This design comes from an exercise in tuning for small area and a short achievable clock period on the open sky130 flow, not from production work.
The RTL was checked by simulation tests, not by an equivalence proof against the original design.
Power and IR drop assume default switching activity.

==> 01-26: inputs <==
==> flow/design.v <==
module cvt_lane (
    input  wire        clk,
    input  wire        rst,
    input  wire        in_valid,
    input  wire [31:0] in_src,       
    input  wire [7:0]  in_e,         
    input  wire [3:0]  in_fmt,       
    input  wire [1:0]  in_rm,        
    input  wire        in_sat,       
    input  wire [23:0] in_u,         
    output reg         out_valid,
    output reg  [31:0] out_res,      
    output reg         out_invalid,
    output reg         out_overflow
);
    function automatic [10:0] add11(input [10:0] a, input [10:0] b, input cin);
        reg [10:0] g, p, G, P;
        integer i;
        begin
            g = a & b;
            p = a ^ b;
            G = g;
            P = p;
            for (i = 10; i >= 1; i = i - 1) begin G[i] = G[i] | (P[i] & G[i-1]); P[i] = P[i] & P[i-1]; end
            for (i = 10; i >= 2; i = i - 1) begin G[i] = G[i] | (P[i] & G[i-2]); P[i] = P[i] & P[i-2]; end
            for (i = 10; i >= 4; i = i - 1) begin G[i] = G[i] | (P[i] & G[i-4]); P[i] = P[i] & P[i-4]; end
            for (i = 10; i >= 8; i = i - 1) begin G[i] = G[i] | (P[i] & G[i-8]); P[i] = P[i] & P[i-8]; end
            add11[0] = p[0] ^ cin;
            for (i = 1; i <= 10; i = i + 1)
                add11[i] = p[i] ^ (G[i-1] | (P[i-1] & cin));
        end
    endfunction
    reg va, vb, vc;
    always @(posedge clk) begin
        if (rst) begin
            va <= 1'b0; vb <= 1'b0; vc <= 1'b0; out_valid <= 1'b0;
        end else begin
            va <= in_valid; vb <= va; vc <= vb; out_valid <= vc;
        end
    end
    wire [7:0] E0 = in_src[30:23];
    reg        a_s, a_sat;
    reg [22:0] a_F;
    reg [7:0]  a_E, a_e;
    reg [3:0]  a_fmt;
    reg        a_sr;
    reg [23:0] a_u;
    always @(posedge clk) begin
        a_s   <= in_src[31];
        a_F   <= in_src[22:0];
        a_E   <= E0;
        a_e   <= in_e;
        a_fmt <= in_fmt;
        a_sr  <= (in_rm == 2'd1);
        a_sat <= in_sat;
        a_u   <= {in_u[23:1], (in_rm == 2'd1) ? in_u[0] : (in_rm == 2'd0)};
    end
    wire               Ez1 = ~|a_E;
    wire               Ex1 = &a_E;
    wire        [22:0] F1  = a_F;
    wire               Fz1 = ~|F1;
    wire signed [10:0] X1  = add11({3'b000, a_E}, ~{{3{a_e[7]}}, a_e}, 1'b1);   
    wire nan1  = Ex1 & ~Fz1;
    wire snan1 = nan1 & ~F1[22];
    wire inf1  = Ex1 & Fz1;
    wire zero1 = Ez1 & Fz1;
    wire i_int1 = a_fmt[3];
    wire i_e5_1 = ~a_fmt[3] & a_fmt[2];
    wire i_e4_1 = ~a_fmt[3] & ~a_fmt[2] & a_fmt[1] & a_fmt[0];
    wire i_h_1  = ~a_fmt[3] & ~a_fmt[2] & a_fmt[1] & ~a_fmt[0];
    wire i_bf_1 = ~a_fmt[3] & ~a_fmt[2] & ~a_fmt[1] & a_fmt[0];
    wire i_sp_1 = ~a_fmt[3] & ~a_fmt[2] & ~a_fmt[1] & ~a_fmt[0];
    wire [2:0] fc1 = {a_fmt[3] | a_fmt[2], a_fmt[3] | a_fmt[1], a_fmt[3] ? a_fmt[2] : a_fmt[0]};
    reg [4:0] clz1;
    integer k;
    always @(*) begin
        clz1 = 5'd23;
        for (k = 0; k < 23; k = k + 1)
            if (F1[k]) clz1 = 5'd22 - k[4:0];
    end
    wire [4:0] lzf1 = Ez1 ? clz1 : 5'd0;
    wire [23:0] M1 = {~Ez1, F1};
    reg [8:0] C1;
    reg [4:0] nn1;
    reg [8:0] Ymax1, Ymin1;
    always @(*) begin
        C1    = ({9{i_int1}} & 9'd150) | ({9{i_e5_1}} & 9'd134) | ({9{i_e4_1}} & 9'd141) |
                ({9{i_h_1}}  & 9'd126) | ({9{i_bf_1}} & 9'd17)  | ({9{i_sp_1}} & 9'd1);
        nn1   = ({5{i_e5_1}} & 5'd21)  | ({5{i_e4_1}} & 5'd20)  | ({5{i_h_1}}  & 5'd13) |
                ({5{i_bf_1}} & 5'd16);
        Ymax1 = ({9{i_e5_1 | i_h_1}} & 9'd142) | ({9{i_e4_1}} & 9'd135) |
                ({9{i_bf_1 | i_sp_1}} & 9'd254);
        Ymin1 = ({9{i_e5_1 | i_h_1}} & 9'd113) | ({9{i_e4_1}} & 9'd121) |
                ({9{i_bf_1 | i_sp_1}} & 9'd1);
    end
    wire signed [10:0] nsub32 = add11({2'd0, C1} + 11'd32, ~X1, ~Ez1);
    wire        [6:0]  nnrm32 = {2'd0, nn1} + 7'd32 - {2'd0, lzf1} - {6'd0, Ez1};
    wire signed [10:0] Y1     = add11(X1, ~{6'd0, lzf1}, 1'b1);           
    wire               normal1 = ~i_int1 & ~zero1 & (Ez1 ? (Y1 >= $signed({2'd0, Ymin1}))
                                                         : (X1 >= $signed({2'd0, Ymin1})));
    wire        [6:0]  shs1   = nsub32[10] ? 7'd0 : (|nsub32[9:7]) ? 7'd127 : nsub32[6:0];
    wire        [6:0]  sh1    = normal1 ? nnrm32 : shs1;
    wire               yeq1    = ~Ez1 & (X1 == $signed({2'd0, Ymax1}));
    wire               fbig1   = ~Ez1 & ((X1 > $signed({2'd0, Ymax1})) | (i_e4_1 & yeq1 & (&F1[22:20])));
    wire               ibig1   = (nsub32 <= 11'sd23);
    wire               spec1   = nan1 | inf1;
    reg [23:0] Mx1;
    reg [7:0]  efx1;
    always @(*) begin
        if (i_int1) begin
            Mx1  = 24'd0;
            efx1 = 8'd0;
        end else if (nan1 | (inf1 & i_e4_1)) begin
            Mx1  = i_e4_1 ? 24'hF0_0000 : 24'hC0_0000;
            efx1 = i_e4_1 ? 8'h0F : (i_h_1 | i_e5_1) ? 8'h1F : 8'hFF;
        end else if (inf1) begin
            Mx1  = 24'h80_0000;
            efx1 = (i_h_1 | i_e5_1) ? 8'h1F : 8'hFF;
        end else begin
            Mx1  = i_sp_1 ? 24'hFF_FFFF : i_bf_1 ? 24'hFF_0000 : i_h_1 ? 24'hFF_E000 : 24'hE0_0000;
            efx1 = i_e4_1 ? 8'h0F : (i_h_1 | i_e5_1) ? 8'h1E : 8'hFE;
        end
    end
    wire        force1 = spec1 | (~i_int1 & fbig1);
    wire [23:0] Mb1    = force1 ? Mx1 : M1;
    wire [7:0]  ef1    = force1 ? efx1 :
                         ~normal1 ? 8'd0 :
                         i_e4_1 ? {4'd0, ~Y1[3], Y1[2:0]} :
                         (i_h_1 | i_e5_1) ? {3'd0, ~Y1[4], Y1[3:0]} : Y1[7:0];
    wire        big1   = i_int1 ? (~nan1 & (ibig1 | inf1)) : (fbig1 & ~spec1);
    wire        inv1   = i_int1 ? spec1 : (snan1 | (inf1 & i_e4_1));
    wire        s1     = a_s & ~nan1;
    reg        b_s, b_big, b_ys, b_inv;
    reg [23:0] b_M, b_u;
    reg [6:0]  b_sh;
    reg [7:0]  b_ef;
    reg [2:0]  b_fmt;
    reg        b_sr;
    always @(posedge clk) begin
        b_s     <= s1;
        b_M     <= Mb1;
        b_sh    <= sh1;
        b_big   <= big1;
        b_ys    <= i_int1 ? a_sat : (yeq1 & ~spec1);    
        b_ef    <= ef1;
        b_fmt   <= fc1;
        b_sr    <= a_sr;
        b_u     <= a_u;
        b_inv   <= inv1;
    end
    wire [79:0] win2  = {b_M, 56'd0} >> b_sh;
    wire [31:0] kept2 = win2[55:24];
    wire [23:0] frac2 = win2[23:0];
    wire ru2 = b_sr ? (frac2 > b_u) : (b_u[0] & frac2[23] & ((|frac2[22:0]) | kept2[0]));
    wire i_int2 = b_fmt[2] & b_fmt[1];
    wire i_i8_2 = b_fmt[2] & b_fmt[1] & ~b_fmt[0];
    wire i_e5_2 = b_fmt[2] & ~b_fmt[1];
    wire i_e4_2 = ~b_fmt[2] & b_fmt[1] & b_fmt[0];
    wire i_h_2  = ~b_fmt[2] & b_fmt[1] & ~b_fmt[0];
    wire i_bf_2 = ~b_fmt[2] & ~b_fmt[1] & b_fmt[0];
    reg [31:0] val2;
    always @(*) begin
        if (i_i8_2)      val2 = {24'd0, kept2[7:0] ^ {8{b_s}}};
        else if (i_int2) val2 = kept2 ^ {32{b_s}};
        else if (i_e5_2) val2 = {24'd0, b_s, b_ef[4:0], kept2[1:0]};
        else if (i_e4_2) val2 = {24'd0, b_s, b_ef[3:0], kept2[2:0]};
        else if (i_h_2)  val2 = {16'd0, b_s, b_ef[4:0], kept2[9:0]};
        else if (i_bf_2) val2 = {16'd0, b_s, b_ef[7:0], kept2[6:0]};
        else             val2 = {b_s, b_ef[7:0], kept2[22:0]};
    end
    wire m_top2 = i_e5_2 ? (&kept2[1:0]) :
                  i_e4_2 ? (kept2[2:0] == 3'b110) :
                  i_h_2  ? (&kept2[9:0]) :
                  i_bf_2 ? (&kept2[6:0]) : (&kept2[22:0]);
    wire late2  = b_ys & m_top2;
    wire ov8a2  = b_big | (|kept2[31:8]) | (kept2[7] & (~b_s | (|kept2[6:0])));
    wire ov8b2  = b_s ? kept2[7] : (&kept2[6:0]);
    wire ov32a2 = b_big | (kept2[31] & (~b_s | (|kept2[30:0])));
    wire ova2   = i_int2 ? (b_ys & (i_i8_2 ? ov8a2 : ov32a2)) : b_big;
    wire ovb2   = i_int2 ? (b_ys & i_i8_2 & ov8b2) : late2;
    reg        c_s, c_ru, c_ova, c_ovb, c_inv;
    reg [31:0] c_val;
    reg [2:0]  c_fmt;
    always @(posedge clk) begin
        c_s    <= b_s;
        c_val  <= val2;
        c_ru   <= ru2;
        c_ova  <= ova2;
        c_ovb  <= ovb2;
        c_fmt  <= b_fmt;
        c_inv  <= b_inv;
    end
    wire i_int3 = c_fmt[2] & c_fmt[1];
    wire i_i8_3 = c_fmt[2] & c_fmt[1] & ~c_fmt[0];
    wire        inc_c = i_int3 ? (c_s ^ c_ru) : (c_ru & ~c_ovb);
    wire [31:0] inc3  = c_val + {31'd0, inc_c};
    wire        isat3 = c_ova | (c_ovb & c_ru);
    wire [31:0] bnd3  = i_i8_3 ? {24'd0, c_s, {7{~c_s}}} : {c_s, {31{~c_s}}};
    wire [31:0] res3  = (i_int3 & isat3) ? bnd3 : {inc3[31:9], inc3[8] & ~i_i8_3, inc3[7:0]};
    wire        ovf3  = i_int3 ? (isat3 & ~c_inv) : (c_ova | (c_ovb & c_ru));
    always @(posedge clk) begin
        out_res      <= res3;
        out_invalid  <= c_inv;
        out_overflow <= ovf3;
    end
endmodule
==> flow/flow/run.sh <==
#!/bin/bash
# Own flow: the standard layout, with one change to synthesis: the
# combinational logic is mapped by flow/abc_area.script (a delay-targeted
# map with area recovery, then ABC's buffering and sizing) and Yosys's
# full/half-adder extraction is skipped.  Registers, their names and their
# cells are exactly as in the standard synthesis.  Every input port gets a
# buf_1 buffer and every output port a buf_2 (the standard flow puts
# clkdlybuf4s50_1 on both).
set -euo pipefail
W=$PWD
rm -rf "$W/scripts_own"
cp -r "$FLOW_HOME/scripts" "$W/scripts_own"
sed -i -e 's/^  extract_fa .*$/  # extract_fa skipped/' \
       -e 's/^  techmap -map \$::env(ADDER_MAP_FILE)$/  # adder map skipped/' \
       "$W/scripts_own/synth.tcl"
grep -q "extract_fa skipped" "$W/scripts_own/synth.tcl"
cp "$W/flow/abc_area.script" "$W/scripts_own/abc_area.script"
# port buffers: buf_1 on the inputs, buf_2 on the outputs
sed -i 's/^    buffer_ports {\*}\[env_var_or_empty BUFFER_PORTS_ARGS\]$/    buffer_ports -inputs -buffer_cell sky130_fd_sc_hd__buf_1\n    buffer_ports -outputs -buffer_cell sky130_fd_sc_hd__buf_2/' \
    "$W/scripts_own/global_place.tcl"
grep -q "buffer_ports -outputs" "$W/scripts_own/global_place.tcl"
bash "$W/standard.sh" SCRIPTS_DIR="$W/scripts_own" finish > "$W/standard.log" 2>&1
==> flow/flow/abc_area.script <==
strash
dch
map -D 2600
strash
dch
map -D 2600
topo
stime -c
buffer -c
upsize -c
dnsize -c
==> flow/standard.sh <==
#!/bin/bash
# synth_recipe.tcl (not shown) runs the flow's synth.tcl, then flattens the netlist and writes it again
# the make line also repeats each setting of config.mk as NAME=value (left out here)
make -C /OpenROAD-flow-scripts/flow DESIGN_CONFIG=/design/flow/config.mk WORK_HOME=/design/flow/orfs CLKGATE_MAP_FILE= SYNTH_SCRIPT=/design/flow/synth_recipe.tcl "${@:-finish}"
==> flow/config.mk <==
export PLATFORM = sky130hd
export DESIGN_NAME = cvt_lane
export DESIGN_NICKNAME = cvt_lane
export VERILOG_FILES = /design/flow/design.v
export SDC_FILE = /design/flow/constraint.sdc
export NUM_CORES = 4
export LEC_CHECK = 0
export ABC_AREA = 1
export CAP_MARGIN = 20
export CORE_MARGIN = 2
export CORE_UTILIZATION = 60
export CTS_CLUSTER_DIAMETER = 100
export CTS_CLUSTER_SIZE = 30
export PLACE_DENSITY = 0.75
export SETUP_SLACK_MARGIN = 0.5
export SLEW_MARGIN = 70
==> flow/constraint.sdc <==
create_clock -name core_clock -period 15.0 [get_ports {clk}]
set_input_delay 3.0000 -clock core_clock [delete_from_list [all_inputs] [get_ports {clk}]]
set_output_delay 3.0000 -clock core_clock [all_outputs]
set_load 0.01 [all_outputs]
==> inputs of 01-14, as changes to 01-26 <==
--- a/flow/design.v
+++ b/flow/design.v
@@ -97,6 +97,6 @@
     wire        [6:0]  nnrm32 = {2'd0, nn1} + 7'd32 - {2'd0, lzf1} - {6'd0, Ez1};
     wire signed [10:0] Y1     = add11(X1, ~{6'd0, lzf1}, 1'b1);           
-    wire               normal1 = ~i_int1 & ~zero1 & (Ez1 ? (Y1 >= $signed({2'd0, Ymin1}))
-                                                         : (X1 >= $signed({2'd0, Ymin1})));
+    wire signed [10:0] Xm1    = add11(X1, ~{2'd0, Ymin1}, 1'b1);
+    wire               normal1 = ~i_int1 & ~zero1 & ~Xm1[10] & ((|Xm1[9:5]) | (Xm1[4:0] >= lzf1));
     wire        [6:0]  shs1   = nsub32[10] ? 7'd0 : (|nsub32[9:7]) ? 7'd127 : nsub32[6:0];
     wire        [6:0]  sh1    = normal1 ? nnrm32 : shs1;
@@ -131,5 +131,5 @@
     wire        inv1   = i_int1 ? spec1 : (snan1 | (inf1 & i_e4_1));
     wire        s1     = a_s & ~nan1;
-    reg        b_s, b_big, b_ys, b_inv;
+    reg        b_s, b_big, b_yeq, b_sat, b_inv;
     reg [23:0] b_M, b_u;
     reg [6:0]  b_sh;
@@ -142,8 +142,9 @@
         b_sh    <= sh1;
         b_big   <= big1;
-        b_ys    <= i_int1 ? a_sat : (yeq1 & ~spec1);    
+        b_yeq   <= yeq1 & ~spec1;
         b_ef    <= ef1;
         b_fmt   <= fc1;
         b_sr    <= a_sr;
+        b_sat   <= a_sat;
         b_u     <= a_u;
         b_inv   <= inv1;
@@ -173,10 +174,10 @@
                   i_h_2  ? (&kept2[9:0]) :
                   i_bf_2 ? (&kept2[6:0]) : (&kept2[22:0]);
-    wire late2  = b_ys & m_top2;
+    wire late2  = b_yeq & m_top2;
     wire ov8a2  = b_big | (|kept2[31:8]) | (kept2[7] & (~b_s | (|kept2[6:0])));
     wire ov8b2  = b_s ? kept2[7] : (&kept2[6:0]);
     wire ov32a2 = b_big | (kept2[31] & (~b_s | (|kept2[30:0])));
-    wire ova2   = i_int2 ? (b_ys & (i_i8_2 ? ov8a2 : ov32a2)) : b_big;
-    wire ovb2   = i_int2 ? (b_ys & i_i8_2 & ov8b2) : late2;
+    wire ova2   = i_int2 ? (b_sat & (i_i8_2 ? ov8a2 : ov32a2)) : b_big;
+    wire ovb2   = i_int2 ? (b_sat & i_i8_2 & ov8b2) : late2;
     reg        c_s, c_ru, c_ova, c_ovb, c_inv;
     reg [31:0] c_val;
==> flow/flow/run.sh (replaced) <==
#!/bin/bash
# Own flow: the standard layout, with one change to synthesis: the
# combinational logic is mapped by flow/abc_area.script (a delay-targeted
# map with area recovery, then ABC's buffering and sizing) and Yosys's
# full/half-adder extraction is skipped.  Registers, their names and their
# cells are exactly as in the standard synthesis.  Every port gets a buf_2
# buffer (the standard flow picks clkdlybuf4s50_1).
set -euo pipefail
W=$PWD
rm -rf "$W/scripts_own"
cp -r "$FLOW_HOME/scripts" "$W/scripts_own"
sed -i -e 's/^  extract_fa .*$/  # extract_fa skipped/' \
       -e 's/^  techmap -map \$::env(ADDER_MAP_FILE)$/  # adder map skipped/' \
       "$W/scripts_own/synth.tcl"
grep -q "extract_fa skipped" "$W/scripts_own/synth.tcl"
cp "$W/flow/abc_area.script" "$W/scripts_own/abc_area.script"
bash "$W/standard.sh" SCRIPTS_DIR="$W/scripts_own" BUFFER_PORTS_ARGS="-buffer_cell sky130_fd_sc_hd__buf_2" finish > "$W/standard.log" 2>&1
==> flow/flow/abc_area.script (replaced) <==
strash
dch
map -D 2800
topo
stime -c
buffer -c
upsize -c
dnsize -c
Settings changed: CORE_UTILIZATION 60 to 40, PLACE_DENSITY 0.75 to 0.6, SLEW_MARGIN 70 to 60.
==> inputs of 03-19, as changes to 01-26 <==
==> flow/flow/abc_area.script (replaced) <==
strash
dch
map -D 2400
strash
dch
map -D 2400
topo
stime -c
buffer -c
upsize -c
dnsize -c
Settings changed: SLEW_MARGIN 70 to 60.
==> summary.txt <==
The highest cell count belongs to 01-14, the lowest to 01-26. Non-clock buffer count, highest first: 01-14, 03-19, 01-26. Of 01-14 and 01-26, 01-26 has the higher routed wire length (gap about 2.7%, measured against 01-26). Between 03-19 and 01-14, the lower sequential power is in 01-14 (gap about 2%, measured against 01-14). Die area, lowest first: 01-26, 03-19, 01-14. The lowest hold slack belongs to 03-19, the highest to 01-26.
==> figures <==
| metric | 03-19 | 01-26 | 01-14 |
|---|---|---|---|
| M2 GR Usage | 0.487 | 0.520 | 0.366 |
| Data required, critical path | 12.00 ns | 12.00 ns | 15.40 ns |
| Final worst path period share | 0.262 | 0.263 | 0.279 |
| Share of final layout cell area taken by clock buffers and inverters | 0.0273 | 0.0277 | 0.0341 |
| Outcome | finished clean | finished clean | finished clean |
| Most common cell after layout, fill and taps aside | nand2_1 | nand2_1 | nor2_1 |
| GRT met3 Usage | 0.0416 | 0.0380 | 0.0313 |
| Critical path buffers and inverters | 1 | 1 | 2 |
| Fin cells | 1911 | 1878 | 2013 |
| Routability congestion estimate | 1.02 | 1.01 | 0.959 |
| Count of state elements after synthesis | 219 | 219 | 220 |
| Fraction of power consumed by combinational cells | 0.403 | 0.416 | 0.410 |
| WL met2 | 13.3 mm | 14.3 mm | 14.5 mm |

==> re-timing with driven ports <==
No port has a modelled driver above. Below, the same layouts with a new extraction and two added sets of constraints.
Step 1 sets driving cells, clkbuf_16 on the clock port and buf_2 on the other inputs (assumed; they add their load-dependent delay and slew).
Step 2 times the ports against the registers' clock, not the clock port: input delays grow and output delays shrink by t, the midpoint of the rising clock arrivals with the driver on.
a / b / c = ideal / step 1 / step 2; a / b = the first two.
run | t (ns) | slack for setup (ns) | worst data-port slew with drivers (ns) | pins driven straight from the clock port
01-26 | 0.514 | 11.061 / 11.017 / 11.199 | 0.04 | 1
01-14 | 0.532 | 10.811 / 10.811 / 10.811 | 0.05 | 1
03-19 | 0.511 | 11.076 / 11.029 / 11.114 | 0.04 | 1
After both steps setup and hold are still met in every run listed.
